From an optimization exercise on the open Yosys and OpenROAD flow, aimed at small area, a short achievable clock period and few clock cycles per item; shortcuts taken in it are not production practice. The RTL was checked by simulation tests, not by an equivalence proof against the original design.

==> flow/design.v <==
module zlc_blkcomp (
    input  wire         clk,
    input  wire         rst,         
    input  wire         in_valid,
    output reg          in_ready,
    input  wire [255:0] in_x,        
    input  wire [2:0]   in_fmt,      
    input  wire [1:0]   in_rnd,      
    input  wire [63:0]  in_key,      
    input  wire [31:0]  in_tile_id,
    input  wire [31:0]  in_sstep,
    input  wire [31:0]  in_index,    
    output reg          out_valid,
    input  wire         out_ready,
    output reg  [7:0]   out_scale,
    output reg  [127:0] out_codes,   
    output reg  [4:0]   out_nnz
);
    reg [255:0] cx;
    reg [2:0]   cfmt;
    reg [1:0]   crnd;
    reg [63:0]  ckey;
    reg [31:0]  ctile, csstep, cindex;
    reg         cv;                  
    always @(posedge clk) begin
        cx     <= in_x;
        cfmt   <= in_fmt;
        crnd   <= in_rnd;
        ckey   <= in_key;
        ctile  <= in_tile_id;
        csstep <= in_sstep;
        cindex <= in_index;
        cv     <= in_valid & ~in_ready & ~rst;
    end
    reg [15:0] covr;
    integer e;
    always @(posedge clk)
        for (e = 0; e < 16; e = e + 1)
            case (in_fmt)
                3'd5:    covr[e] <= in_x[16*e +: 7] > 7'd64;
                3'd6:    covr[e] <= in_x[16*e +: 7] > 7'd126;
                default: covr[e] <= in_x[16*e +: 7] > 7'd96;
            endcase
    wire [7:0]        sc;
    wire              sc255;
    wire signed [9:0] skpc, sqn, sqs;
    zc_scale u_scale (.x(cx), .ovr(covr), .fmt(cfmt), .code(sc), .c255(sc255),
                      .kpc(skpc), .qn(sqn), .qs(sqs));
    reg [1:0] fb;
    always @(*) begin
        case (cfmt)
            3'd2:    fb = 2'd2;
            3'd3:    fb = 2'd3;
            3'd4:    fb = 2'd2;
            3'd5:    fb = 2'd1;
            default: fb = 2'd0;
        endcase
    end
    reg [7:0]        c_q;
    reg signed [9:0] kpc_q, qn_q, qs_q;
    reg [1:0]        fb_q;
    reg              c255_q;
    always @(posedge clk) begin
        c_q    <= sc;
        kpc_q  <= skpc;
        qn_q   <= sqn;
        qs_q   <= sqs;
        fb_q   <= fb;
        c255_q <= sc255;
    end
    reg        busy;
    reg [5:0]  k;                    
    wire       sr    = (crnd == 2'd2);
    wire       last  = sr ? (k == 6'd34) : (k == 6'd4);
    wire       start = cv & ~busy & ~out_valid;
    always @(posedge clk) begin
        if (rst) begin
            busy      <= 1'b0;
            k         <= 6'd0;
            in_ready  <= 1'b0;
            out_valid <= 1'b0;
        end else begin
            if (start) begin
                busy <= 1'b1;
                k    <= 6'd1;
            end else if (busy) begin
                k <= last ? 6'd0 : k + 6'd1;
                if (last) busy <= 1'b0;
            end
            in_ready <= busy & (sr ? (k == 6'd33) : (k == 6'd3));
            if (busy & last)
                out_valid <= 1'b1;
            else if (out_ready)
                out_valid <= 1'b0;
        end
    end
    wire [4:0]  mn   = k[4:0];                   
    wire [4:0]  mbn  = k[4:0] - 5'd1;            
    wire [1:0]  rbn  = mbn[2:1];
    wire [2:0]  en   = {mn[4:3], mn[0]};         
    wire [31:0] c0   = csstep ^ 32'h6A5C_3B19;
    wire [31:0] d0   = {29'd0, cfmt} ^ 32'h1D8F_72E4;
    wire [31:0] bbase = cindex + ckey[63:32];
    wire [31:0] sbase = ctile + ckey[31:0];
    reg        init0, init1;
    reg [31:0] se0, se1, be0, be1, kr0, kr1;
    always @(posedge clk) begin
        init0 <= (mn[2:1] == 2'd0);
        init1 <= (mn[2:1] == 2'd0);
        be0   <= bbase + {en, 1'b0};
        be1   <= bbase + {en, 1'b1};
        se0   <= sbase + bbase + {en, 1'b0};
        se1   <= sbase + bbase + {en, 1'b1};
        kr0   <= (rbn[0] ? ckey[63:32] : ckey[31:0]) + {30'd0, rbn};
        kr1   <= (rbn[0] ? ckey[63:32] : ckey[31:0]) + {30'd0, rbn};
    end
    wire [31:0] la0, la1;
    zc_mix4 u_lane0 (.clk(clk), .init(init0), .s_e(se0), .b_e(be0),
                     .c0(c0), .d0(d0), .kr(kr0), .a(la0));
    zc_mix4 u_lane1 (.clk(clk), .init(init1), .s_e(se1), .b_e(be1),
                     .c0(c0), .d0(d0), .kr(kr1), .a(la1));
    wire [15:0] u0 = la0[15:0] + ctile[15:0];
    wire [15:0] u1 = la1[15:0] + ctile[15:0];
    wire [5:0] kq   = k - 6'd8;
    wire       srn_enc = (k >= 6'd8) & (kq[2:1] == 2'd0);
    wire [1:0] seln = sr ? kq[4:3] : k[1:0];
    wire       busyn = start | (busy & ~last);
    wire [3:0] actn = ~busyn ? 4'b0000 :
                      ~sr    ? 4'b1111 :
                      ~srn_enc ? 4'b0000 :
                      kq[0]  ? 4'b1100 : 4'b0011;
    reg [15:0] ex [0:3];
    reg [3:0]  act;
    reg [1:0]  sel;
    integer j;
    always @(posedge clk) begin
        for (j = 0; j < 4; j = j + 1)
            ex[j] <= cx[64*seln + 16*j +: 16];
        act <= actn;
        sel <= seln;
    end
    wire [7:0]  code [0:3];
    wire [3:0]  nz;
    genvar g;
    generate
        for (g = 0; g < 4; g = g + 1) begin : enc
            zc_encode u_enc (
                .x    (ex[g]),
                .c255 (c255_q),
                .kpc  (kpc_q),
                .qn   (qn_q),
                .qs   (qs_q),
                .fb   (fb_q),
                .fmt  (cfmt),
                .rnd  (crnd),
                .u    (g[0] ? u1 : u0),
                .code (code[g]),
                .nz   (nz[g])
            );
        end
    endgenerate
    wire [2:0] cnt    = {2'b00, act[0] & nz[0]} + {2'b00, act[1] & nz[1]} +
                        {2'b00, act[2] & nz[2]} + {2'b00, act[3] & nz[3]};
    integer i;
    always @(posedge clk) begin
        if (start) begin
            out_nnz <= 5'd0;
        end else if (busy) begin
            out_scale <= c_q;
            out_nnz   <= out_nnz + {2'b00, cnt};
            for (i = 0; i < 16; i = i + 1)
                if (act[i % 4] && sel == i / 4)
                    out_codes[8*i +: 8] <= code[i % 4];
        end
    end
endmodule
module zc_scale (
    input  wire [255:0] x,       
    input  wire [15:0]  ovr,     
    input  wire [2:0]   fmt,     
    output wire [7:0]   code,
    output wire        c255,    
    output wire signed [9:0] kpc,  
    output wire signed [9:0] qn,   
    output wire signed [9:0] qs    
);
    function gt9;
        input [8:0] a, b;
        integer j;
        reg e;
        begin
            gt9 = 1'b0;
            e   = 1'b1;
            for (j = 8; j >= 0; j = j - 1) begin
                gt9 = gt9 | (e & a[j] & ~b[j]);
                e   = e & ~(a[j] ^ b[j]);
            end
        end
    endfunction
    reg  [8:0] key [0:15];
    reg        nonfin, anynz;
    integer i;
    always @(*) begin
        nonfin = 1'b0;
        anynz  = 1'b0;
        for (i = 0; i < 16; i = i + 1) begin
            if (x[16*i+7 +: 8] == 8'hFF) begin
                nonfin = 1'b1;
                key[i] = 9'd0;
            end else begin
                key[i] = {x[16*i+7 +: 8], ovr[i]};
                if (x[16*i +: 15] != 15'd0) anynz = 1'b1;
            end
        end
    end
    function [8:0] max4;
        input [8:0] k0, k1, k2, k3;
        reg g01, g02, g03, g12, g13, g23;
        begin
            g01 = gt9(k1, k0); g02 = gt9(k2, k0); g03 = gt9(k3, k0);
            g12 = gt9(k2, k1); g13 = gt9(k3, k1); g23 = gt9(k3, k2);
            max4 = ({9{~g01 & ~g02 & ~g03}} & k0) |
                   ({9{ g01 & ~g12 & ~g13}} & k1) |
                   ({9{ g02 &  g12 & ~g23}} & k2) |
                   ({9{ g03 &  g13 &  g23}} & k3);
        end
    endfunction
    wire [8:0] m1 [0:3];
    genvar g;
    generate
        for (g = 0; g < 4; g = g + 1) begin : l1
            assign m1[g] = max4(key[4*g], key[4*g+1], key[4*g+2], key[4*g+3]);
        end
    endgenerate
    wire [8:0] m4 = max4(m1[0], m1[1], m1[2], m1[3]);
    reg [3:0] emaxf;
    reg signed [9:0] kf;
    reg [1:0] fb;
    always @(*) begin
        case (fmt)
            3'd2:    begin emaxf = 4'd15; kf = -10'sd6;  fb = 2'd2; end
            3'd3:    begin emaxf = 4'd8;  kf =  10'sd1;  fb = 2'd3; end
            3'd4:    begin emaxf = 4'd4;  kf =  10'sd6;  fb = 2'd2; end
            3'd5:    begin emaxf = 4'd2;  kf =  10'sd9;  fb = 2'd1; end
            3'd6:    begin emaxf = 4'd6;  kf =  10'sd10; fb = 2'd0; end
            default: begin emaxf = 4'd2;  kf =  10'sd10; fb = 2'd0; end
        endcase
    end
    wire [9:0] sv   = {2'b00, m4[8:1]} - {6'd0, emaxf} + {9'd0, m4[0]};
    wire signed [9:0] kfe = kf - $signed({6'd0, emaxf});
    wire signed [9:0] kv2 = $signed({2'b00, m4[8:1]}) + kfe + $signed({9'd0, m4[0]});
    wire signed [9:0] qn2 = $signed({2'b00, m4[8:1]}) + (kfe - 10'sd10 + $signed({8'd0, fb})) + $signed({9'd0, m4[0]});
    wire signed [9:0] qs2 = $signed({2'b00, m4[8:1]}) + (kfe - 10'sd4 + $signed({8'd0, fb})) + $signed({9'd0, m4[0]});
    wire sp255 = nonfin && fmt != 3'd2;
    wire sp127 = !anynz;
    wire signed [9:0] ksp = sp255 ? kf + 10'sd255 : sp127 ? kf + 10'sd127 : kf;
    wire usek = !sp255 && !sp127 && !sv[9];
    assign code = sp255 ? 8'd255 : sp127 ? 8'd127 : sv[9] ? 8'd0 : sv[7:0];
    assign c255 = sp255;
    assign kpc  = usek ? kv2 : ksp;
    assign qn   = usek ? qn2 : ksp - 10'sd10 + $signed({8'd0, fb});
    assign qs   = usek ? qs2 : ksp - 10'sd4 + $signed({8'd0, fb});
endmodule
module zc_encode (
    input  wire [15:0] x,        
    input  wire        c255,     
    input  wire signed [9:0] kpc,  
    input  wire signed [9:0] qn,
    input  wire signed [9:0] qs,
    input  wire [1:0]  fb,       
    input  wire [2:0]  fmt,      
    input  wire [1:0]  rnd,      
    input  wire [15:0] u,        
    output reg  [7:0]  code,
    output wire        nz        
);
    wire       xs   = x[15];
    wire [7:0] xe   = x[14:7];
    wire [6:0] xf   = x[6:0];
    wire       norm = (xe != 8'd0);
    wire       nonf = (xe == 8'hFF);
    wire       is_int = fmt[2] & fmt[1];
    wire [7:0] sig  = {norm, xf};
    reg [2:0] lead;
    integer i;
    always @(*) begin
        lead = 3'd0;
        for (i = 0; i < 7; i = i + 1)
            if (xf[i]) lead = i[2:0];
    end
    wire signed [9:0] a_sh  = norm ? $signed({8'd0, ~fb}) + 10'sd7      
                                   : $signed({6'd0, {1'b0, lead} + 4'd3}) - $signed({8'd0, fb});
    wire signed [9:0] b_sh  = kpc - $signed({1'b0, norm ? xe : 8'd1});
    wire signed [9:0] diff  = norm ? $signed({2'b00, xe}) - qn : $signed({7'd0, lead}) - qs;
    wire              nrm_r = !is_int && (sig != 8'd0) && (diff > 10'sd0);
    wire signed [9:0] sh    = nrm_r ? a_sh : b_sh;
    wire [4:0]        shc   = sh[9] ? 5'd0 : (sh > 10'sd27) ? 5'd27 : sh[4:0];
    wire [26:0] wide0 = {sig, 3'b000, 16'd0};
    wire [26:0] wide  = wide0 >> shc;
    wire [7:0]  k     = wide[23:16];
    wire [15:0] t     = wide[15:0];
    reg sticky;
    always @(*) begin
        sticky = 1'b0;
        for (i = 0; i < 8; i = i + 1)
            if (sig[i] && ({1'b0, shc} > 6'd19 + i)) sticky = 1'b1;
    end
    reg up;
    always @(*) begin
        case (rnd)
            2'd0:    up = t[15] & ((|t[14:0]) | sticky | k[0]);
            2'd2:    up = (u < t);
            default: up = 1'b0;
        endcase
    end
    wire [7:0] base = nrm_r ? ({2'b00, diff[5:0]} << fb) : 8'd0;
    wire [7:0] bk   = base + k;
    wire [7:0] mag  = bk + {7'd0, up};
    wire [7:0] ks   = xs ? ~k : k;                  
    wire [7:0] ival = ks + {7'd0, xs ^ up};         
    always @(*) begin
        if (c255)
            code = 8'h00;
        else if (nonf)
            code = (xf != 7'd0) ? 8'h7E : {xs, 7'h7C};    
        else begin
            case (fmt)
                3'd2, 3'd3: code = {xs, mag[6:0]};
                3'd4:       code = {2'b00, xs, mag[4:0]};
                3'd5:       code = {4'b0000, xs, mag[2:0]};
                3'd6:       code = ival;
                default:    code = {4'b0000, ival[3:0]};
            endcase
        end
    end
    assign nz = c255 | nonf | (k != 8'd0) | up;
endmodule
module zc_mix4 (
    input  wire        clk,
    input  wire        init,
    input  wire [31:0] s_e,      
    input  wire [31:0] b_e,      
    input  wire [31:0] c0, d0,
    input  wire [31:0] kr,       
    output reg  [31:0] a
);
    reg  [31:0] b, c, d;             
    reg  [31:0] ha, hb, hc, hd;      
    reg  [31:0] a1, b1, c1, d1;
    always @(*) begin
        a1 = init ? s_e : a + b;
        d1 = (init ? d0 : d) ^ a1;  d1 = {d1[15:0], d1[31:16]};
        c1 = (init ? c0 : c) + d1;
        b1 = (init ? b_e : b) ^ c1; b1 = {b1[19:0], b1[31:20]};
    end
    reg  [31:0] a2, b2, c2, d2;
    always @(*) begin
        a2 = ha + hb;
        d2 = hd ^ a2;  d2 = {d2[23:0], d2[31:24]};
        c2 = hc + d2;
        b2 = hb ^ c2;  b2 = {b2[24:0], b2[31:25]};
        a2 = a2 + kr;
    end
    always @(posedge clk) begin
        ha <= a1;  hb <= b1;  hc <= c1;  hd <= d1;
        a  <= b2;  b  <= c2;  c  <= d2;  d  <= a2;
    end
endmodule
==> flow/run.sh <==
#!/bin/bash
# synth_recipe.tcl (not shown) runs the flow's synth.tcl, then flattens the netlist and writes it again
# the make line also repeats each setting of config.mk as NAME=value (left out here)
make -C /OpenROAD-flow-scripts/flow DESIGN_CONFIG=/design/flow/config.mk WORK_HOME=/design/flow/orfs CLKGATE_MAP_FILE= SYNTH_SCRIPT=/design/flow/synth_recipe.tcl finish
==> flow/config.mk <==
export PLATFORM = sky130hd
export DESIGN_NAME = zlc_blkcomp
export DESIGN_NICKNAME = zlc_blkcomp
export VERILOG_FILES = /design/flow/design.v
export SDC_FILE = /design/flow/constraint.sdc
export NUM_CORES = 4
export LEC_CHECK = 0
export CAP_MARGIN = 20
export CORE_MARGIN = 2
export CORE_UTILIZATION = 40
export SLEW_MARGIN = 20
==> flow/constraint.sdc <==
create_clock -name core_clock -period 40.0 [get_ports {clk}]
set_input_delay 8.0000 -clock core_clock [delete_from_list [all_inputs] [get_ports {clk}]]
set_output_delay 8.0000 -clock core_clock [all_outputs]
set_load 0.01 [all_outputs]
==> reports/results.tsv, run 1 <==
stage	metric	value	unit
run_status	status	complete, but fails checks	
run_status	Failed Checks	antenna violations	
worst_hold_path	WHS Path Cells	0	
grt	GRT Residual Overflow	0	
logic_synthesis	Synth top area share	29.30	%
timing	Worst slew margin	1.327	%
job	Max-cap violations	1	
clocking	clk buf depth	3	
logic_synthesis	Synth Cell Area	84310	sq um
finish	multi-input logic area	51700	sq um
drt	vias per cell	5.918	
logic_synthesis	Post-Syn Instances	9683	
timing	clock skew	0.04900	ns
timing	Period minus WS final	10.17	ns
logic_synthesis	count of cell types in the netlist	117	
timing	Slew @ Worst Pin	1.473	ns
logic_synthesis	Synth Area in XOR/XNOR	10.01	%
timing	Slew Viols, Final	0	
timing	crit share post-route	25.42	%
clocking	cts repair resizes	0	
worst_hold_path	Worst Hold Launch	c_q[3]	
finish	Fill cells	20241	
worst_setup_path	reg2reg path depth	44	
logic_synthesis	YS warnings	7	
drt	routed len/inst	28.85	microns
logic_synthesis	mean area per synthesized cell	8.707	sq um
floorplan	Die Ht	463.1	microns
grt	global-route wire length before repair	531600	microns
worst_setup_path	CP startpoint kind	register	
grt	Tot GR Track Use	34.05	%
placed_design	detailed placement HPWL	312400	microns
worst_setup_path	CP endpoint kind	register	
logic_synthesis	#FFs+latches synth	1370	
logic_synthesis	Post-synth top cells	dfxtp_1 (1234), nand2_1 (826), ha_1 (688)	
clocking	CTS tree	built	
timing	Max Clk Rate	0.09837	GHz
grt	initial antenna violation count	74	
clocking	CTS root buf	clkbuf_16	
drt	Pre-Repair DR Iteration Count	8	
worst_setup_path	CP arrival	10.68	ns
drt	DR vias	77857	
floorplan	# IOs	568	
finish	Syn-to-layout area delta	17.01	%
clocking	CTS Buf Count	155	
worst_hold_path	hold endpoint	out_scale[3]	
drt	drt drc	0	
clocking	depth of the CTS H-tree	4	
grt	number of global-route vias before repair	73399	
placed_design	GPL Wtd Cong	1.043	
floorplan	Core ar.	209600	sq um
clocking	hold buffers post-CTS	0	
worst_setup_path	max incr delay on CP	0.84	ns
timing	unrepaired setup endpoints after global routing	no	
logic_synthesis	EDFF count, synth	136	
logic_synthesis	fraction of registers with async set or reset after synthesis	0	%
timing	Setup Viol. Count Final	0	
logic_synthesis	post-synthesis simple-gate area fraction	17.36	%
clocking	# Post-CTS Setup Buffers	0	
logic_synthesis	Synth Area in Adders	12.49	%
worst_setup_path	Crit Path Max Fanout	24	
logic_synthesis	count leader, synth	dfxtp_1	
floorplan	site row count	168	
drt	drt total wl	379500	microns
worst_setup_path	reg2reg start	ex[3][12]	
logic_synthesis	top cell type by total area after synthesis	dfxtp_1	
worst_setup_path	Critical Path Most Common Cell	a21oi_1	
drt	ANT nets after route	1	
logic_synthesis	top post-synthesis cells by area	dfxtp_1 (29%), ha_1 (10%), xnor2_1 (6.7%)	
logic_synthesis	Post-Syn Nets	10885	
worst_setup_path	Crit Path Category	reg -> reg	
clocking	Skew-Pair Late Insertion Delay	0.86	ns
logic_synthesis	Most used DFF post-synth	dfxtp_1	
placed_design	port bufs	567	
logic_synthesis	post-synthesis compound-gate area fraction	18.29	%
worst_hold_path	Worst Hold Class	reg -> reg	
timing	Min Hold Slack	0.4123	ns
floorplan	Initial Utilization	40.23	%
timing	Sum Neg Setup Slack	0	ns
logic_synthesis	Seq/Total Area, Yosys	34.15	%
timing	Fin. Hold Viols	0	
floorplan	Die W	463.1	microns
worst_setup_path	R2R Setup Slk	29.83	ns
finish	layout cells sized above 1	5.545	%
grt	pin count of the biggest net entering global routing	144	
clocking	CTS Sinks	1370	
worst_setup_path	FF-to-FF End	out_codes[94]	
worst_setup_path	CP Data Required Time	40.52	ns
floorplan	die footprint	214500	sq um
drt	Initial DRC Count	9171	
logic_synthesis	mux share of post-synthesis cell area	2.934	%
worst_setup_path	highest-delay cell along the critical path	a21oi_1	
finish	sequential cell area	28790	sq um
finish	final-stage net count	11388	
logic_synthesis	largest family of logic cells by synthesized area	compound AO/OA/AOI/OAI gates	
clocking	Clock transition at path regs	0.07	ns
layer usage:
metal	routed length, microns	vias to the layer above	track usage [%]
li1	-	35576	-
met1	170600	37638	48.62
met2	154600	3932	48.99
met3	37010	663	7.629
met4	16990	48	14.08
met5	284	-	0
worst max-delay path by stage:
| stage | from | end | slack [ns] | cells past startpoint |
|---|---|---|---|---|
| 4_1_cts | out_nnz[1] | out_nnz[1] | 29.89 | 1 |
| 3_5_place_dp | ex[3][11] | out_codes[126] | 29.97 | 42 |
| 5_1_grt | ex[3][12] | out_codes[126] | 29.10 | 44 |
| 2_1_floorplan | in_x[1] | covr[0] | 31.01 | 5 |
| 3_3_place_gp | ex[2][1] | out_codes[118] | 29.75 | 39 |
| 6_report | ex[3][12] | out_codes[94] | 29.83 | 44 |
worst max-delay path: cells and delay by family (launching register included):
kind | cells | cell delay (ns)
simple gates | 12 | 2.26
xor+xnor | 3 | 0.44
fa+ha+maj | 5 | 1.80
compound gates | 21 | 4.33
mux | 2 | 0.61
buf+inv | 1 | 0.06
flops | 1 | 0.35
final cells by class:
type	instances	area share, %
diodes	35	0.08878
multi-input cells	7293	52.41
repair buffers	673	6.572
inverters	693	2.639
well taps	2805	3.558
flip-flops and latches	1370	29.18
clock buffers	197	4.306
clock inverters	89	1.244
cells by family after synthesis:
logic type | Yosys count
simple gates | 2966
compound gates | 2344
flops | 1370
buf+inv | 1020
xor+xnor | 959
fa+ha+maj | 791
mux | 233
cells in the final DEF, fill, tap and decap left out, types with 102 or more instances in the layout:
cell type	n
nand2_1	826
a31oi_1	113
nand4_1	131
nor3_1	224
clkdlybuf4s50_1	567
mux2i_1	174
ha_1	687
a21oi_1	551
clkbuf_16	156
o21a_1	102
nor2_1	667
dfxtp_1	1233
xor2_1	309
and3_1	123
a21o_1	109
inv_1	685
buf_4	105
nand3_1	241
o21ai_0	512
xnor2_1	644
nor2b_1	142
edfxtp_1	136
nand2b_1	138
sequential cells by signal, indices dropped and copies added, names as in the netlist, 64 cells and up:
register   cells
ckey          64
cx           256
ex            64
out_codes    128
stage by stage:
stage | setup WS [ns] | cell area [sq um] | std cells | util (%)
2_1_floorplan | 31.01 | 84310 | 9683 | -
3_3_place_gp | 29.75 | 93020 | 12833 | 44.38
3_5_place_dp | 29.97 | 93050 | 12834 | 44.40
4_1_cts | 29.89 | 98520 | 13120 | 47.01
5_1_grt | 29.10 | 98590 | 13128 | 47.04
6_report | 29.83 | 98650 | 13155 | 47.07
Testbench counts, summed over its fixed seeds: cycles 121,508, blocks 8,000.
==> run 2: changes to the inputs <==
--- a/flow/design.v
+++ b/flow/design.v
@@ -72,7 +72,7 @@
     reg [5:0]  k;                    
     wire       sr    = (crnd == 2'd2);
     wire       last  = sr ? (k == 6'd34) : (k == 6'd4);
-    wire       start = cv & ~busy & ~out_valid;
+    wire       start = cv & ~busy & (~out_valid | out_ready);
     always @(posedge clk) begin
         if (rst) begin
             busy      <= 1'b0;
@@ -87,7 +87,7 @@
                 k <= last ? 6'd0 : k + 6'd1;
                 if (last) busy <= 1'b0;
             end
-            in_ready <= busy & (sr ? (k == 6'd33) : (k == 6'd3));
+            in_ready <= busy & (sr ? (k == 6'd32) : (k == 6'd2));
             if (busy & last)
                 out_valid <= 1'b1;
             else if (out_ready)
@@ -103,22 +103,19 @@
     wire [31:0] bbase = cindex + ckey[63:32];
     wire [31:0] sbase = ctile + ckey[31:0];
     reg        init0, init1;
-    reg [31:0] se0, se1, be0, be1, kr0, kr1;
+    reg [31:0] s2, b2, kr;
     always @(posedge clk) begin
         init0 <= (mn[2:1] == 2'd0);
         init1 <= (mn[2:1] == 2'd0);
-        be0   <= bbase + {en, 1'b0};
-        be1   <= bbase + {en, 1'b1};
-        se0   <= sbase + bbase + {en, 1'b0};
-        se1   <= sbase + bbase + {en, 1'b1};
-        kr0   <= (rbn[0] ? ckey[63:32] : ckey[31:0]) + {30'd0, rbn};
-        kr1   <= (rbn[0] ? ckey[63:32] : ckey[31:0]) + {30'd0, rbn};
+        b2    <= bbase + {28'd0, en, 1'b0};
+        s2    <= sbase + bbase + {28'd0, en, 1'b0};
+        kr    <= (rbn[0] ? ckey[63:32] : ckey[31:0]) + {30'd0, rbn};
     end
     wire [31:0] la0, la1;
-    zc_mix4 u_lane0 (.clk(clk), .init(init0), .s_e(se0), .b_e(be0),
-                     .c0(c0), .d0(d0), .kr(kr0), .a(la0));
-    zc_mix4 u_lane1 (.clk(clk), .init(init1), .s_e(se1), .b_e(be1),
-                     .c0(c0), .d0(d0), .kr(kr1), .a(la1));
+    zc_mix4 u_lane0 (.clk(clk), .init(init0), .s_e(s2), .b_e(b2),
+                     .c0(c0), .d0(d0), .kr(kr), .a(la0));
+    zc_mix4 u_lane1 (.clk(clk), .init(init1), .s_e(s2 + 32'd1), .b_e(b2 + 32'd1),
+                     .c0(c0), .d0(d0), .kr(kr), .a(la1));
     wire [15:0] u0 = la0[15:0] + ctile[15:0];
     wire [15:0] u1 = la1[15:0] + ctile[15:0];
     wire [5:0] kq   = k - 6'd8;
--- a/flow/config.mk
+++ b/flow/config.mk
@@ -5,6 +5,7 @@
 export SDC_FILE = /design/flow/constraint.sdc
 export NUM_CORES = 4
 export LEC_CHECK = 0
+export ABC_AREA = 1
 export CAP_MARGIN = 20
 export CORE_MARGIN = 2
 export CORE_UTILIZATION = 40
==> run 2 against run 1 <==
Compared with the run above: the run now finishes clean; register-to-register slack better by 0.63 ns; global-route usage is 0.77 points lower; clock-buffer cell count is 1 higher; critical endpoint is now in_ready; first-iteration DRC count is 7.8% lower; clock skew is 0.018 ns lower; synthesized area is 3.2% lower; worst setup slack better by 0.13 ns; largest cell class unchanged; synthesized cell count is 14% higher.
==> reports/results.tsv, run 2 <==
stage	metric	value	unit
run_status	status	complete, no violations	
timing	Max Clk Rate	0.09966	GHz
clocking	# Post-CTS Setup Buffers	0	
grt	global-route wire length before repair	504200	microns
timing	Slew @ Worst Pin	1.178	ns
worst_setup_path	CP endpoint kind	primary output	
worst_setup_path	reg2reg path depth	47	
placed_design	GPL Wtd Cong	1.045	
finish	most frequent cells in the layout	nand2_1 (2535), inv_1 (1439), dfxtp_1 (1169), nor2_1 (930), ha_1 (712)	
grt	GRT Residual Overflow	0	
floorplan	Initial Utilization	40.30	%
drt	drt total wl	358500	microns
logic_synthesis	Post-Syn Instances	11031	
finish	max FFs per register	256	
logic_synthesis	mean area per synthesized cell	7.399	sq um
worst_setup_path	R2R Setup Slk	30.46	ns
timing	unrepaired setup endpoints after global routing	no	
logic_synthesis	#FFs+latches synth	1306	
grt	pin count of the biggest net entering global routing	69	
logic_synthesis	Post-Syn Nets	12258	
timing	Period minus WS final	10.03	ns
clocking	hold buffers post-CTS	0	
drt	ANT nets after route	0	
timing	Min Hold Slack	0.4022	ns
clocking	Skew-Pair Late Insertion Delay	0.82	ns
placed_design	Placed Cells	14135	
clocking	CTS tree	built	
worst_setup_path	number of buffers and inverters on the critical path	1	
logic_synthesis	count of cell types in the netlist	68	
drt	drt drc	0	
timing	Sum Neg Setup Slack	0	ns
logic_synthesis	Most used DFF post-synth	dfxtp_1	
floorplan	Core ar.	202500	sq um
timing	clock skew	0.03125	ns
logic_synthesis	Seq/Total Area, Yosys	33.70	%
worst_setup_path	CP Data Required Time	32.00	ns
finish	final-stage net count	12843	
timing	crit share post-route	25.09	%
finish	commonest non-fill, non-tap cell in the layout	nand2_1	
drt	Pre-Repair DR Iteration Count	6	
floorplan	Die Ht	455.7	microns
floorplan	die footprint	207700	sq um
grt	initial antenna violation count	55	
worst_setup_path	Crit Path Max Fanout	2	
timing	Fin. Hold Viols	0	
logic_synthesis	Synth Cell Area	81620	sq um
clocking	Clock transition at path regs	0.06	ns
clocking	CTS root buf	clkbuf_16	
logic_synthesis	count leader, synth	nand2_1	
timing	Worst slew margin	20.92	%
worst_setup_path	critical path depth	1	
logic_synthesis	top cell type by total area after synthesis	dfxtp_1	
worst_setup_path	max incr delay on CP	0.67	ns
finish	Syn-to-layout area delta	17.06	%
clocking	CTS Buf Count	151	
logic_synthesis	top post-synthesis cells by area	dfxtp_1 (29%), nand2_1 (12%), ha_1 (11%)	
placed_design	port bufs	567	
finish	Largest Register	cx	
finish	non-filler cells, final	14441	
drt	routed len/inst	24.83	microns
worst_setup_path	Crit Path Category	reg -> out	
worst_setup_path	highest-delay cell along the critical path	clkdlybuf4s50_1	
logic_synthesis	Post-synth top cells	nand2_1 (2535), inv_1 (1441), dfxtp_1 (1170)	
grt	Tot GR Track Use	33.28	%
finish	layout cells sized above 1	4.899	%
drt	Initial DRC Count	8453	
logic_synthesis	YS warnings	7	
clocking	cts repair resizes	0	
drt	DR vias	78027	
worst_setup_path	CP startpoint kind	register	
placed_design	detailed placement HPWL	302800	microns
worst_setup_path	CP arrival	2.03	ns
logic_synthesis	Synth top area share	28.70	%
worst_setup_path	delay-heaviest family, CP	buffers and inverters	
drt	vias per cell	5.403	
timing	Setup Viol. Count Final	0	
logic_synthesis	fraction of registers with async set or reset after synthesis	0	%
timing	Slew Viols, Final	0	
floorplan	# IOs	568	
finish	Top Registers	cx x256, out_codes x128	
clocking	depth of the CTS H-tree	4	
clocking	CTS Sinks	1306	
job	Max-cap violations	0	
logic_synthesis	EDFF count, synth	136	
clocking	clk buf depth	3	
worst_hold_path	WHS Path Cells	0	
worst_hold_path	Worst Hold Class	reg -> reg	
floorplan	Die W	455.7	microns
worst_setup_path	CP cell instances	clkdlybuf4s50_1	
grt	number of global-route vias before repair	72808	
floorplan	site row count	165	
[run 2: cell count changes in the layout (fill, tap and decap cells not counted), moves of 107 or more]
cell,previous run,this run
nand2_1,826,2535
inv_1,685,1439
xnor2_1,644,211
nand3_1,241,588
xor2_1,309,604
nor2_1,667,930
mux2i_1,174,16
nor2b_1,142,0
nand2b_1,138,0
and3_1,123,5
nor3_1,224,117
[run 2: kinds of logic after synthesis]
logic type | share of synthesized area [%]
AO/OA/AOI/OAI | 11.58
XOR/XNOR | 8.746
adder cells (fa/ha/maj) | 13.11
buffers and inverters | 7.909
flip-flops | 33.70
multiplexers | 0.1962
AND/OR/NAND/NOR | 24.76
[run 2: worst paths after layout]
path            start        endpoint
max          in_ready        in_ready
min            c_q[7]    out_scale[7]
max reg2reg  ex[2][8]  out_codes[118]
min reg2reg    c_q[7]    out_scale[7]
[run 2: final cells by class]
type	instances	area [sq um]
Fill cell	20217	107000
Inverter	1491	5603
Sequential cell	1306	27510
Clock inverter	76	1025
Antenna cell	32	80.08
Timing Repair Buffer	617	6051
Multi-Input combinational cell	8049	47700
Clock buffer	198	4228
Tap cell	2672	3343
[run 2: routing by layer]
layer  wire [microns]  global-route usage, %  vias to the layer above
met3            35150                  7.443                      521
met2           145500                  47.94                     3529
met5               34                      0                        -
met1           162300                  47.61                    36725
met4            15550                  13.51                        6
li1                 -                      -                    37246
[run 2: metrics by stage]
stage | utilization, % | cell area [sq um] | worst slack (ns)
finish | 47.18 | 95540 | 29.97
global route | 47.16 | 95510 | 29.70
CTS | 47.14 | 95460 | 29.94
detailed placement | 44.54 | 90210 | 29.60
global placement | 44.54 | 90200 | 29.64
floorplan | - | 81620 | 30.92
Testbench counts of run 2, summed over its fixed seeds: cycles 113,516, blocks 8,000.
==> run 3: changes to the inputs <==
--- a/flow/config.mk
+++ b/flow/config.mk
@@ -8,5 +8,5 @@
 export ABC_AREA = 1
 export CAP_MARGIN = 20
 export CORE_MARGIN = 2
-export CORE_UTILIZATION = 40
+export CORE_UTILIZATION = 50
 export SLEW_MARGIN = 20
==> run 3 against run 2 <==
Compared with the run above: synthesized cell count unchanged; first-iteration DRC count is 13% higher; global-route usage rose by 5.7 points; final cell count fell by 3.6%; non-clock buffer count grew 2; synthesized area did not move; utilization grew 11 points; wire length down 6.3%.
==> reports/results.tsv, run 3 <==
stage	metric	value	unit
run_status	status	complete, no violations	
placed_design	dpl ws	29.87	ns
clocking	# Post-CTS Setup Buffers	0	
grt	pin count of the biggest net entering global routing	111	
clocking	Clock transition at path regs	0.07	ns
logic_synthesis	top cell type by total area after synthesis	dfxtp_1	
drt	routed len/inst	24.14	microns
grt	global-route wire length before repair	481200	microns
logic_synthesis	count leader, synth	nand2_1	
logic_synthesis	Seq/Total Area, Yosys	33.70	%
logic_synthesis	Post-Syn Nets	12258	
job	Max-cap violations	0	
logic_synthesis	EDFF count, synth	136	
worst_setup_path	CP arrival	1.81	ns
logic_synthesis	Synth top area share	28.70	%
timing	Slew @ Worst Pin	1.153	ns
worst_setup_path	Crit Path Category	reg -> out	
timing	unrepaired setup endpoints after global routing	no	
clocking	CTS Buf Count	142	
placed_design	Placed Cells	13640	
logic_synthesis	mean area per synthesized cell	7.399	sq um
worst_setup_path	CP cell instances	clkdlybuf4s50_1	
finish	max FFs per register	256	
logic_synthesis	count of cell types in the netlist	68	
worst_setup_path	CP Data Required Time	32.00	ns
placed_design	detailed placement HPWL	280500	microns
timing	crit share post-route	24.52	%
floorplan	Die W	408.0	microns
logic_synthesis	Post-Syn Instances	11031	
floorplan	site row count	148	
drt	vias per cell	5.717	
finish	most frequent cells in the layout	nand2_1 (2535), inv_1 (1440), dfxtp_1 (1169), nor2_1 (934), ha_1 (712)	
grt	number of global-route vias before repair	73602	
timing	Fin. Hold Viols	0	
logic_synthesis	Synth Cell Area	81620	sq um
logic_synthesis	#FFs+latches synth	1306	
worst_setup_path	max incr delay on CP	0.57	ns
timing	Worst slew margin	22.88	%
drt	drt drc	0	
drt	Pre-Repair DR Iteration Count	6	
grt	Tot GR Track Use	38.96	%
drt	Initial DRC Count	9537	
finish	Largest Register	cx	
timing	Setup Viol. Count Final	0	
clocking	depth of the CTS H-tree	4	
worst_setup_path	highest-delay cell along the critical path	clkdlybuf4s50_1	
timing	Sum Neg Setup Slack	0	ns
grt	initial antenna violation count	38	
clocking	clk buf depth	3	
clocking	CTS tree	built	
finish	post-layout util	58.30	%
finish	Top Registers	cx x256, out_codes x128	
timing	Max Clk Rate	0.1020	GHz
finish	non-filler cells, final	13920	
floorplan	Die Ht	408.0	microns
worst_setup_path	delay-heaviest family, CP	buffers and inverters	
clocking	cts repair resizes	0	
finish	post-route cell area	94680	sq um
floorplan	# IOs	568	
timing	worst setup margin	30.19	ns
logic_synthesis	Post-synth top cells	nand2_1 (2535), inv_1 (1441), dfxtp_1 (1170)	
worst_setup_path	CP endpoint kind	primary output	
finish	layout cells sized above 1	4.767	%
placed_design	placed inst area	89590	sq um
timing	Period minus WS final	9.809	ns
timing	Min Hold Slack	0.3907	ns
logic_synthesis	Most used DFF post-synth	dfxtp_1	
logic_synthesis	fraction of registers with async set or reset after synthesis	0	%
worst_setup_path	Crit Path Max Fanout	4	
finish	Syn-to-layout area delta	16.00	%
finish	final-stage net count	12836	
logic_synthesis	top post-synthesis cells by area	dfxtp_1 (29%), nand2_1 (12%), ha_1 (11%)	
clocking	CTS Sinks	1306	
drt	drt total wl	336100	microns
worst_setup_path	CP startpoint kind	register	
clocking	CTS root buf	clkbuf_16	
placed_design	GPL Wtd Cong	1.053	
worst_hold_path	Worst Hold Class	reg -> reg	
grt	GRT Residual Overflow	0	
worst_setup_path	number of buffers and inverters on the critical path	1	
timing	Slew Viols, Final	0	
drt	DR vias	79582	
clocking	Skew-Pair Late Insertion Delay	0.86	ns
drt	ANT nets after route	0	
placed_design	port bufs	567	
finish	commonest non-fill, non-tap cell in the layout	nand2_1	
logic_synthesis	YS warnings	7	
floorplan	Initial Utilization	50.26	%
clocking	hold buffers post-CTS	0	
timing	clock skew	0.04800	ns
floorplan	Core ar.	162400	sq um
floorplan	die footprint	166500	sq um
run 3: cell counts after synthesis:
Identical to the previous run, type by type.
run 3: kinds of logic after synthesis:
group                      synth area share [%]
AOI/OAI and AO/OA                         11.58
xor gates and xnor gates                  8.746
adders and majority gates                 13.11
buffers and inverters                     7.909
DFF                                       33.70
muxes                                    0.1962
and+or+nand+nor                           24.76
run 3: routing by layer:
metal / vias up / GRT usage, % / part of all wire [%] / wire (microns)
li1: 37210 / - / - / -
met1: 37380 / 54.69 / 43 / 144100
met2: 4304 / 56.31 / 40 / 135800
met3: 676 / 9.952 / 12 / 40480
met4: 12 / 16.46 / 4.7 / 15690
met5: - / 0 / 0.022 / 75
run 3: path summary, 6_finish.rpt:
kind	from	endpoint	slack, ns	cells past startpoint
setup / recovery	out_nnz[1]	out_nnz[1]	30.19	1
hold / removal	c_q[3]	out_scale[3]	0.39	0
setup reg to reg	ex[1][1]	out_codes[14]	30.39	48
hold reg to reg	c_q[3]	out_scale[3]	0.39	0
run 3: cell type report:
class | count | area (sq um)
inverters | 1491 | 5603
multi-input cells | 8049 | 47690
diodes | 19 | 47.55
repair buffers | 619 | 6066
flip-flops and latches | 1306 | 27510
well taps | 2175 | 2721
fillers | 15106 | 67730
clock inverters | 73 | 1100
clock buffers | 188 | 3936
==> run 4: changes to the inputs <==
--- a/flow/design.v
+++ b/flow/design.v
@@ -71,8 +71,8 @@
     reg        busy;
     reg [5:0]  k;                    
     wire       sr    = (crnd == 2'd2);
-    wire       last  = sr ? (k == 6'd34) : (k == 6'd4);
-    wire       start = cv & ~busy & (~out_valid | out_ready);
+    wire       last  = sr ? (k == 6'd18) : (k == 6'd4);
+    wire       start = cv & ~busy & ~out_valid;
     always @(posedge clk) begin
         if (rst) begin
             busy      <= 1'b0;
@@ -87,7 +87,7 @@
                 k <= last ? 6'd0 : k + 6'd1;
                 if (last) busy <= 1'b0;
             end
-            in_ready <= busy & (sr ? (k == 6'd32) : (k == 6'd2));
+            in_ready <= busy & (sr ? (k == 6'd17) : (k == 6'd3));
             if (busy & last)
                 out_valid <= 1'b1;
             else if (out_ready)
@@ -97,35 +97,37 @@
     wire [4:0]  mn   = k[4:0];                   
     wire [4:0]  mbn  = k[4:0] - 5'd1;            
     wire [1:0]  rbn  = mbn[2:1];
-    wire [2:0]  en   = {mn[4:3], mn[0]};         
+    wire [1:0]  en   = {mn[3], mn[0]};           
     wire [31:0] c0   = csstep ^ 32'h6A5C_3B19;
     wire [31:0] d0   = {29'd0, cfmt} ^ 32'h1D8F_72E4;
     wire [31:0] bbase = cindex + ckey[63:32];
     wire [31:0] sbase = ctile + ckey[31:0];
-    reg        init0, init1;
-    reg [31:0] s2, b2, kr;
+    reg  [31:0] kr_q, s4, b4;
     always @(posedge clk) begin
-        init0 <= (mn[2:1] == 2'd0);
-        init1 <= (mn[2:1] == 2'd0);
-        b2    <= bbase + {28'd0, en, 1'b0};
-        s2    <= sbase + bbase + {28'd0, en, 1'b0};
-        kr    <= (rbn[0] ? ckey[63:32] : ckey[31:0]) + {30'd0, rbn};
+        kr_q <= (rbn[0] ? ckey[63:32] : ckey[31:0]) + {30'd0, rbn};
+        b4   <= bbase + {28'd0, en, 2'b00};
+        s4   <= sbase + bbase + {28'd0, en, 2'b00};
     end
-    wire [31:0] la0, la1;
-    zc_mix4 u_lane0 (.clk(clk), .init(init0), .s_e(s2), .b_e(b2),
-                     .c0(c0), .d0(d0), .kr(kr), .a(la0));
-    zc_mix4 u_lane1 (.clk(clk), .init(init1), .s_e(s2 + 32'd1), .b_e(b2 + 32'd1),
-                     .c0(c0), .d0(d0), .kr(kr), .a(la1));
-    wire [15:0] u0 = la0[15:0] + ctile[15:0];
-    wire [15:0] u1 = la1[15:0] + ctile[15:0];
+    wire [15:0] u [0:3];
+    genvar g;
+    generate
+        for (g = 0; g < 4; g = g + 1) begin : lane
+            reg        init_q;
+            always @(posedge clk)
+                init_q <= (mn[2:1] == 2'd0);
+            wire [31:0] se = s4 + g;
+            wire [31:0] be = b4 + g;
+            wire [31:0] la;
+            zc_mix4 u_lane (.clk(clk), .init(init_q), .s_e(se), .b_e(be),
+                            .c0(c0), .d0(d0), .kr(kr_q), .a(la));
+            assign u[g] = la[15:0] + ctile[15:0];
+        end
+    endgenerate
     wire [5:0] kq   = k - 6'd8;
     wire       srn_enc = (k >= 6'd8) & (kq[2:1] == 2'd0);
-    wire [1:0] seln = sr ? kq[4:3] : k[1:0];
+    wire [1:0] seln = sr ? {kq[3], kq[0]} : k[1:0];
     wire       busyn = start | (busy & ~last);
-    wire [3:0] actn = ~busyn ? 4'b0000 :
-                      ~sr    ? 4'b1111 :
-                      ~srn_enc ? 4'b0000 :
-                      kq[0]  ? 4'b1100 : 4'b0011;
+    wire [3:0] actn = (busyn & (~sr | srn_enc)) ? 4'b1111 : 4'b0000;
     reg [15:0] ex [0:3];
     reg [3:0]  act;
     reg [1:0]  sel;
@@ -138,7 +140,6 @@
     end
     wire [7:0]  code [0:3];
     wire [3:0]  nz;
-    genvar g;
     generate
         for (g = 0; g < 4; g = g + 1) begin : enc
             zc_encode u_enc (
@@ -150,7 +151,7 @@
                 .fb   (fb_q),
                 .fmt  (cfmt),
                 .rnd  (crnd),
-                .u    (g[0] ? u1 : u0),
+                .u    (u[g]),
                 .code (code[g]),
                 .nz   (nz[g])
             );
--- a/flow/config.mk
+++ b/flow/config.mk
@@ -8,5 +8,5 @@
 export ABC_AREA = 1
 export CAP_MARGIN = 20
 export CORE_MARGIN = 2
-export CORE_UTILIZATION = 50
+export CORE_UTILIZATION = 40
 export SLEW_MARGIN = 20
==> run 4 against run 3 <==
Compared with the run above: still clean on timing, DRC and antenna; global-route usage is 3.7 points lower; utilization is 12 points lower; synthesized cell count is 33% higher.
==> reports/results.tsv, run 4 <==
stage	metric	value	unit
run_status	status	complete, no violations	
drt	DR vias	104280	
floorplan	Die Ht	530.9	microns
logic_synthesis	YS warnings	7	
worst_setup_path	highest-delay cell along the critical path	dfxtp_1	
drt	ANT nets after route	0	
finish	Syn-to-layout area delta	15.72	%
drt	drt total wl	511900	microns
grt	number of global-route vias before repair	96108	
finish	layout cells sized above 1	4.737	%
finish	commonest non-fill, non-tap cell in the layout	nand2_1	
logic_synthesis	top cell type by total area after synthesis	dfxtp_1	
floorplan	Die W	530.9	microns
finish	most frequent cells in the layout	nand2_1 (3315), inv_1 (1753), dfxtp_1 (1679), a21oi_1 (1060), ha_1 (1057)	
logic_synthesis	Seq/Total Area, Yosys	33.98	%
logic_synthesis	count of cell types in the netlist	68	
finish	sequential cell area	37740	sq um
floorplan	# IOs	568	
floorplan	Initial Utilization	40.20	%
timing	unrepaired setup endpoints after global routing	no	
clocking	CTS Buf Count	202	
finish	post-layout util	46.52	%
worst_setup_path	R2R Setup Slk	29.72	ns
timing	Sum Neg Setup Slack	0	ns
finish	post-route cell area	128500	sq um
logic_synthesis	Most used DFF post-synth	dfxtp_1	
finish	multi-input logic area	65680	sq um
placed_design	placed inst area	121500	sq um
floorplan	die footprint	281900	sq um
timing	Slew @ Worst Pin	1.390	ns
placed_design	detailed placement HPWL	434100	microns
worst_setup_path	Crit Path Category	reg -> reg	
clocking	depth of the CTS H-tree	4	
logic_synthesis	count leader, synth	nand2_1	
finish	max FFs per register	256	
worst_setup_path	CP endpoint kind	register	
worst_setup_path	max incr delay on CP	0.80	ns
finish	Fill cells	28017	
clocking	Skew-Pair Late Insertion Delay	0.93	ns
logic_synthesis	fraction of registers with async set or reset after synthesis	0	%
timing	Worst slew margin	6.327	%
clocking	CTS Sinks	1817	
logic_synthesis	Synth top area share	30.30	%
floorplan	Core ar.	276300	sq um
drt	Pre-Repair DR Iteration Count	6	
placed_design	GPL Wtd Cong	1.059	
timing	Min Hold Slack	0.4009	ns
job	Max-cap violations	0	
drt	drt drc	0	
timing	Fin. Hold Viols	0	
grt	Tot GR Track Use	35.23	%
drt	vias per cell	5.433	
worst_setup_path	CP arrival	11.03	ns
logic_synthesis	Synth Cell Area	111100	sq um
timing	crit share post-route	25.71	%
grt	global-route wire length before repair	702900	microns
logic_synthesis	mean area per synthesized cell	7.597	sq um
logic_synthesis	Post-Syn Instances	14618	
grt	GRT Residual Overflow	0	
timing	clock skew	0.07957	ns
finish	Largest Register	cx	
timing	Slew Viols, Final	0	
timing	Setup Viol. Count Final	0	
clocking	# Post-CTS Setup Buffers	0	
clocking	Clock transition at path regs	0.07	ns
worst_setup_path	CP Data Required Time	40.74	ns
placed_design	Placed Cells	18789	
worst_setup_path	number of buffers and inverters on the critical path	2	
logic_synthesis	EDFF count, synth	136	
logic_synthesis	Post-synth top cells	nand2_1 (3316), inv_1 (1753), dfxtp_1 (1681)	
placed_design	port bufs	567	
worst_setup_path	Crit Path Max Fanout	4	
clocking	CTS root buf	clkbuf_16	
clocking	hold buffers post-CTS	0	
drt	routed len/inst	26.67	microns
finish	non-filler cells, final	19195	
floorplan	site row count	193	
grt	pin count of the biggest net entering global routing	77	
worst_setup_path	delay-heaviest family, CP	compound AO/OA/AOI/OAI gates	
worst_setup_path	Critical Path Most Common Cell	o21ai_0	
logic_synthesis	top post-synthesis cells by area	dfxtp_1 (30%), ha_1 (12%), nand2_1 (11%)	
logic_synthesis	Post-Syn Nets	16201	
clocking	CTS tree	built	
clocking	clk buf depth	4	
grt	initial antenna violation count	76	
worst_hold_path	Worst Hold Class	reg -> reg	
timing	Max Clk Rate	0.09725	GHz
finish	final-stage net count	16871	
timing	Period minus WS final	10.28	ns
drt	Initial DRC Count	11692	
clocking	cts repair resizes	0	
worst_setup_path	CP startpoint kind	register	
logic_synthesis	#FFs+latches synth	1817	
run 4: cells by family after synthesis:
group	share of synthesized area, %
AOI/OAI and AO/OA	12.26
xor gates and xnor gates	10.83
adders and majority gates	13.72
buffers and inverters	7.002
DFF	33.98
muxes	0.6940
and+or+nand+nor	21.52
run 4: worst reg2reg max path: cells and delay by family (launching register included):
kind	cells	cell delay (ns)
AOI/OAI and AO/OA	20	5.75
xor gates and xnor gates	4	1.58
and+or+nand+nor	12	1.07
DFF	1	0.80
adders and majority gates	2	0.64
buffers and inverters	2	0.27
run 4: per-stage QoR:
step / worst slack [ns]
finish: 29.72
global route: 29.39
CTS: 30.00
detailed placement: 30.04
global placement: 30.13
floorplan: 30.94
run 4: final cells by class:
type	count	share of cell area, %
Antenna cell	36	0.07010
Multi-Input combinational cell	10757	51.10
Clock inverter	109	1.017
Timing Repair Buffer	684	5.121
Inverter	1826	5.339
Tap cell	3705	3.607
Sequential cell	1817	29.37
Clock buffer	261	4.371
run 4: metal layers:
layer | track usage (%) | part of all wire [%] | vias to the layer above | wire length [microns]
met5 | 0 | 0.040 | - | 205
met4 | 18.38 | 5.9 | 32 | 30450
met3 | 8.354 | 10 | 910 | 52470
met2 | 51.71 | 41 | 4985 | 208900
met1 | 47.72 | 43 | 48920 | 219800
li1 | - | - | 49433 | -
run 4: final timing paths:
path	startpoint	endpoint	cells after the start
worst min-delay path	c_q[7]	out_scale[7]	0
worst max register to register	lane[1].u_lane.a[1]	lane[1].u_lane.hb[8]	40
worst min register to register	c_q[7]	out_scale[7]	0
worst max-delay path	lane[1].u_lane.a[1]	lane[1].u_lane.hb[8]	40
Testbench counts of run 4, summed over its fixed seeds: cycles 82,308, blocks 8,000.
==> run 5: changes to the inputs <==
--- a/flow/design.v
+++ b/flow/design.v
@@ -72,7 +72,7 @@
     reg [5:0]  k;                    
     wire       sr    = (crnd == 2'd2);
     wire       last  = sr ? (k == 6'd18) : (k == 6'd4);
-    wire       start = cv & ~busy & ~out_valid;
+    wire       start = cv & ~busy & (~out_valid | out_ready);
     always @(posedge clk) begin
         if (rst) begin
             busy      <= 1'b0;
@@ -87,7 +87,7 @@
                 k <= last ? 6'd0 : k + 6'd1;
                 if (last) busy <= 1'b0;
             end
-            in_ready <= busy & (sr ? (k == 6'd17) : (k == 6'd3));
+            in_ready <= busy & (sr ? (k == 6'd16) : (k == 6'd2));
             if (busy & last)
                 out_valid <= 1'b1;
             else if (out_ready)
==> run 5 against run 4 <==
Compared with the run above: highest routed layer unchanged; worst setup slack gained 0.13 ns; still clean on timing, DRC and antenna; critical path depth shrank 39; utilization grew 0.13 points; synthesized area grew 0.36%; global-route usage grew 0.17 points; sequential share of layout area shrank 0.13 points; via count grew 0.42%.
==> reports/results.tsv, run 5 <==
stage	metric	value	unit
run_status	status	complete, no violations	
clocking	CTS Sinks	1817	
grt	Tot GR Track Use	35.40	%
worst_setup_path	number of buffers and inverters on the critical path	1	
worst_setup_path	CP startpoint kind	register	
logic_synthesis	count of cell types in the netlist	71	
grt	initial antenna violation count	90	
timing	Setup Viol. Count Final	0	
worst_setup_path	delay-heaviest family, CP	buffers and inverters	
job	Max-cap violations	0	
placed_design	detailed placement HPWL	435800	microns
worst_setup_path	Crit Path Category	reg -> out	
clocking	cts repair resizes	0	
grt	GRT Residual Overflow	0	
drt	vias per cell	5.428	
drt	Initial DRC Count	13101	
floorplan	die footprint	282900	sq um
logic_synthesis	EDFF count, synth	136	
grt	pin count of the biggest net entering global routing	97	
timing	Slew Viols, Final	0	
drt	drt total wl	520600	microns
clocking	Skew-Pair Late Insertion Delay	0.94	ns
logic_synthesis	Post-Syn Instances	14688	
timing	Max Clk Rate	0.09850	GHz
finish	most frequent cells in the layout	nand2_1 (3237), inv_1 (1924), dfxtp_1 (1678), a21oi_1 (1102), ha_1 (1057)	
clocking	CTS tree	built	
clocking	# Post-CTS Setup Buffers	0	
floorplan	Die Ht	531.8	microns
drt	Pre-Repair DR Iteration Count	9	
placed_design	port bufs	567	
worst_setup_path	CP arrival	2.15	ns
drt	drt drc	0	
worst_setup_path	CP endpoint kind	primary output	
timing	Worst slew margin	10.52	%
finish	final-stage net count	16948	
drt	ANT nets after route	0	
logic_synthesis	count leader, synth	nand2_1	
drt	routed len/inst	26.99	microns
finish	max FFs per register	256	
timing	Sum Neg Setup Slack	0	ns
finish	Fill cells	27837	
timing	crit share post-route	25.38	%
finish	non-filler cells, final	19291	
floorplan	Initial Utilization	40.27	%
grt	global-route wire length before repair	713600	microns
logic_synthesis	top cell type by total area after synthesis	dfxtp_1	
logic_synthesis	Synth top area share	30.20	%
floorplan	Die W	531.8	microns
logic_synthesis	Synth Cell Area	111400	sq um
clocking	clk buf depth	4	
logic_synthesis	YS warnings	7	
finish	layout cells sized above 1	4.648	%
placed_design	Placed Cells	18860	
timing	Period minus WS final	10.15	ns
clocking	hold buffers post-CTS	0	
floorplan	Core ar.	276700	sq um
logic_synthesis	Post-synth top cells	nand2_1 (3239), inv_1 (1925), dfxtp_1 (1681)	
worst_setup_path	highest-delay cell along the critical path	clkdlybuf4s50_1	
finish	Largest Register	cx	
placed_design	GPL Wtd Cong	1.087	
clocking	CTS Buf Count	207	
worst_hold_path	Worst Hold Class	reg -> reg	
finish	sequential cell area	37750	sq um
grt	number of global-route vias before repair	95779	
logic_synthesis	mean area per synthesized cell	7.588	sq um
clocking	depth of the CTS H-tree	4	
logic_synthesis	fraction of registers with async set or reset after synthesis	0	%
worst_setup_path	max incr delay on CP	0.81	ns
worst_setup_path	Crit Path Max Fanout	2	
logic_synthesis	top post-synthesis cells by area	dfxtp_1 (30%), ha_1 (12%), nand2_1 (11%)	
finish	multi-input logic area	65470	sq um
floorplan	# IOs	568	
worst_setup_path	CP cell instances	clkdlybuf4s50_1	
timing	Fin. Hold Viols	0	
finish	Syn-to-layout area delta	15.84	%
timing	Slew @ Worst Pin	1.328	ns
logic_synthesis	Most used DFF post-synth	dfxtp_1	
logic_synthesis	#FFs+latches synth	1817	
drt	DR vias	104713	
finish	commonest non-fill, non-tap cell in the layout	nand2_1	
clocking	Clock transition at path regs	0.07	ns
clocking	CTS root buf	clkbuf_16	
logic_synthesis	Post-Syn Nets	16271	
floorplan	site row count	193	
logic_synthesis	Seq/Total Area, Yosys	33.86	%
worst_setup_path	CP Data Required Time	32.00	ns
timing	clock skew	0.06990	ns
timing	unrepaired setup endpoints after global routing	no	
==> run 5: cell types whose count changed after synthesis, sizes merged, moves of 23 or more <==
cell,previous run,this run
xnor2,388,363
nand4,244,272
o21ai,814,766
nand2,3350,3273
a21oi,1061,1102
nor3,153,127
inv,1814,1971
o211ai,107,84
==> run 5: cell families (layout without fill, tap and decap cells) <==
kind of cell    Yosys count  after routing  synth area share, %
compound gates         2454           2454                12.28
xor+xnor               1365           1365                10.74
fa+ha+maj              1158           1158                13.67
buf+inv                2196           3041                7.483
flops                  1817           1817                33.86
mux                      86             86               0.7724
other cells               0             53                    0
simple gates           5612           5612                21.19
==> run 5: final timing paths <==
kind | cells after the start | startpoint | to | slack [ns]
worst min register to register | 0 | c_q[1] | out_scale[1] | 0.41
worst max register to register | 48 | ex[1][1] | out_codes[14] | 30.49
worst min-delay path | 0 | c_q[1] | out_scale[1] | 0.41
worst max-delay path | 1 | in_ready | in_ready | 29.85
==> run 5: layer usage <==
layer	wire (microns)	up-vias	track usage, %
met5	231	-	0
met4	29230	38	17.89
met1	223500	48917	48.75
met2	210000	5222	50.95
met3	57670	962	8.774
li1	-	49574	-
==> run 5: per-stage QoR <==
step | hold slack [ns] | utilization (%) | worst slack [ns] | area [sq um]
6_report | 0.4054 | 46.65 | 29.85 | 129100
4_1_cts | 0.4083 | 46.59 | 29.79 | 128900
5_1_grt | 0.4099 | 46.61 | 29.76 | 129000
3_5_place_dp | 0.3935 | 44.03 | 29.99 | 121800
3_3_place_gp | 0.3873 | 44.02 | 30.02 | 121800
2_1_floorplan | 0.3855 | - | 30.92 | 111400
==> run 5: cell type report <==
type | count | share of cell area (%)
multi-input combinational | 10675 | 50.71
sequential | 1817 | 29.24
inverter | 1981 | 5.767
timing repair buffer | 683 | 5.103
clock buffer | 268 | 4.466
tap | 3705 | 3.591
clock inverter | 109 | 1.023
antenna | 53 | 0.1027
Testbench counts of run 5, summed over its fixed seeds: cycles 74,316, blocks 8,000.
==> run 6: changes to the inputs <==
--- a/flow/config.mk
+++ b/flow/config.mk
@@ -6,7 +6,7 @@
 export NUM_CORES = 4
 export LEC_CHECK = 0
 export ABC_AREA = 1
-export CAP_MARGIN = 20
+export CAP_MARGIN = 10
 export CORE_MARGIN = 2
-export CORE_UTILIZATION = 40
-export SLEW_MARGIN = 20
+export CORE_UTILIZATION = 55
+export SLEW_MARGIN = 10
==> run 6 against run 5 <==
Compared with the run above: the layout now fails its checks (max-capacitance violations, max-slew violations); non-clock buffer count down 30; critical endpoint is now out_nnz[0]; largest cell class unchanged; sequential share of layout area up 0.40 points; first-iteration DRC count up 33%; synthesized area unchanged; via count is 7.4% higher; flip-flop and latch count is the same.
==> reports/results.tsv, run 6 <==
stage	metric	value	unit
finish	final-stage net count	16904	
timing	Sum Neg Setup Slack	0	ns
logic_synthesis	count leader, synth	nand2_1	
logic_synthesis	Synth top area share	30.20	%
drt	drt total wl	522300	microns
worst_setup_path	max incr delay on CP	0.80	ns
placed_design	port bufs	567	
logic_synthesis	mean area per synthesized cell	7.588	sq um
logic_synthesis	Most used DFF post-synth	dfxtp_1	
timing	Max Clk Rate	0.09747	GHz
run_status	status	complete, but fails checks	
timing	crit share post-route	25.65	%
floorplan	Initial Utilization	55.26	%
floorplan	die footprint	206300	sq um
timing	Min Hold Slack	0.4047	ns
finish	Fill cells	17262	
finish	most frequent cells in the layout	nand2_1 (3238), inv_1 (1924), dfxtp_1 (1679), a21oi_1 (1102), ha_1 (1057)	
drt	routed len/inst	28.63	microns
drt	vias per cell	6.168	
drt	Pre-Repair DR Iteration Count	17	
worst_setup_path	CP cell instances	clkdlybuf4s50_1	
finish	layout cells sized above 1	4.340	%
logic_synthesis	Post-Syn Instances	14688	
clocking	cts repair resizes	0	
drt	drt drc	0	
drt	routed wl met3	81540	microns
grt	initial antenna violation count	109	
timing	unrepaired setup endpoints after global routing	no	
logic_synthesis	top post-synthesis cells by area	dfxtp_1 (30%), ha_1 (12%), nand2_1 (11%)	
logic_synthesis	Post-synth top cells	nand2_1 (3239), inv_1 (1925), dfxtp_1 (1681)	
finish	commonest non-fill, non-tap cell in the layout	nand2_1	
logic_synthesis	count of cell types in the netlist	71	
finish	Largest Register	cx	
clocking	CTS Buf Count	193	
worst_setup_path	CP endpoint kind	primary output	
run_status	Failed Checks	max-capacitance violations, max-slew violations	
clocking	CTS Sinks	1817	
worst_setup_path	CP arrival	2.26	ns
floorplan	Core ar.	201700	sq um
grt	Tot GR Track Use	48.68	%
grt	number of global-route vias before repair	103523	
finish	multi-input logic area	65460	sq um
drt	ANT nets after route	0	
worst_setup_path	number of buffers and inverters on the critical path	1	
timing	clock skew	0.07465	ns
clocking	CTS tree	built	
clocking	Skew-Pair Late Insertion Delay	0.91	ns
drt	top layer in use	met5	
worst_setup_path	CP startpoint kind	register	
logic_synthesis	Seq/Total Area, Yosys	33.86	%
timing	Fin. Hold Viols	0	
drt	DR WL met2	203800	microns
logic_synthesis	YS warnings	7	
grt	pin count of the biggest net entering global routing	114	
drt	DR vias	112510	
logic_synthesis	Synth Cell Area	111400	sq um
logic_synthesis	Post-Syn Nets	16271	
finish	Syn-to-layout area delta	14.27	%
finish	max FFs per register	256	
floorplan	site row count	165	
placed_design	GPL Wtd Cong	1.154	
clocking	hold buffers post-CTS	0	
worst_setup_path	Crit Path Category	reg -> out	
job	Max-cap violations	2	
logic_synthesis	#FFs+latches synth	1817	
timing	Slew Viols, Final	3	
worst_hold_path	Worst Hold Class	reg -> reg	
finish	sequential cell area	37740	sq um
grt	global-route wire length before repair	718600	microns
floorplan	# IOs	568	
clocking	# Post-CTS Setup Buffers	0	
clocking	depth of the CTS H-tree	4	
floorplan	Die W	454.2	microns
placed_design	Placed Cells	17798	
timing	Period minus WS final	10.26	ns
drt	Initial DRC Count	17410	
worst_setup_path	highest-delay cell along the critical path	clkdlybuf4s50_1	
timing	Slew @ Worst Pin	1.523	ns
timing	Worst slew margin	-2.593	%
grt	GRT Residual Overflow	0	
clocking	clk buf depth	3	
timing	Setup Viol. Count Final	0	
logic_synthesis	fraction of registers with async set or reset after synthesis	0	%
logic_synthesis	EDFF count, synth	136	
placed_design	detailed placement HPWL	425500	microns
clocking	Clock transition at path regs	0.06	ns
floorplan	Die Ht	454.2	microns
worst_setup_path	CP Data Required Time	32.00	ns
finish	post-layout util	63.14	%
worst_setup_path	Crit Path Max Fanout	2	
worst_setup_path	delay-heaviest family, CP	buffers and inverters	
clocking	CTS root buf	clkbuf_16	
drt	DRT met1 WL	193800	microns
logic_synthesis	top cell type by total area after synthesis	dfxtp_1	
finish	non-filler cells, final	18240	
[run 6: worst paths after layout]
kind                   start              to  slack [ns]  depth (start not counted)
hold reg to reg       c_q[2]    out_scale[2]        0.40                          0
hold / removal        c_q[2]    out_scale[2]        0.40                          0
setup / recovery  out_nnz[0]      out_nnz[0]       29.74                          1
setup reg to reg    ex[0][7]  out_codes[102]       30.13                         47
[run 6: final cells by class]
cell class | instances | area share (%)
multi-input cells | 10675 | 51.40
well taps | 2672 | 2.625
diodes | 84 | 0.1651
clock inverters | 110 | 1.193
clock buffers | 248 | 4.153
flip-flops and latches | 1817 | 29.64
inverters | 1981 | 5.846
repair buffers | 653 | 4.983
[run 6: metal layers]
metal | vias up | global-route usage [%]
met5 | - | 0.09328
met4 | 72 | 32.39
met3 | 2165 | 20.81
met2 | 8536 | 67.72
met1 | 52251 | 60.77
li1 | 49486 | -
[run 6: stage by stage]
stage | instance area, sq um | worst slack (ns)
finish | 127400 | 29.74
floorplan | 111400 | 30.92
global placement | 120300 | 29.68
CTS | 127100 | 29.87
global route | 127200 | 29.64
detailed placement | 120300 | 29.70
[run 6: cells by family (layout without fill, tap and decap cells)]
logic type | count (synthesis) | count (layout) | share of synthesized area (%)
simple gates | 5612 | 5612 | 21.19
compound gates | 2454 | 2454 | 12.28
buf+inv | 2196 | 2992 | 7.483
flops | 1817 | 1817 | 33.86
xor+xnor | 1365 | 1365 | 10.74
fa+ha+maj | 1158 | 1158 | 13.67
mux | 86 | 86 | 0.7724
other cells | 0 | 84 | 0

port drivers added, routing unchanged:
How much do the figures lean on ideal ports? The routed layouts below were timed once more, with nothing changed but the port constraints. Step 1 assumes that a clkbuf_16 drives the clock port and a buf_2 every other input. Step 2 moves the port delays by t, midway between the first and last clock arrival at a register: inputs arrive t later, outputs are due t later. That takes back most of the time a late clock gives input paths. Three values: ideal, step 1, step 2; two values: the first two.
run | t (ns) | setup WS [ns] | latest minus earliest clock arrival (ns) | worst slew at a driven data input, ns
run 1 | 0.936 | 29.834 / 29.834 / 29.834 | 0.050 / 0.050 | 0.19
run 2 | 0.897 | 29.966 / 29.872 / 29.391 | 0.034 / 0.035 | 0.24
run 3 | 0.916 | 30.191 / 30.103 / 29.688 | 0.055 / 0.055 | 0.13
run 4 | 0.996 | 29.717 / 29.717 / 29.717 | 0.086 / 0.086 | 0.15
run 5 | 1.000 | 29.848 / 29.750 / 29.938 | 0.070 / 0.070 | 0.17
run 6 | 0.972 | 29.740 / 29.636 / 29.616 | 0.078 / 0.078 | 0.27
For run 2, which loses most, drivers alone change the setup slack by -0.094 ns; drivers and shift together by -0.575 ns.
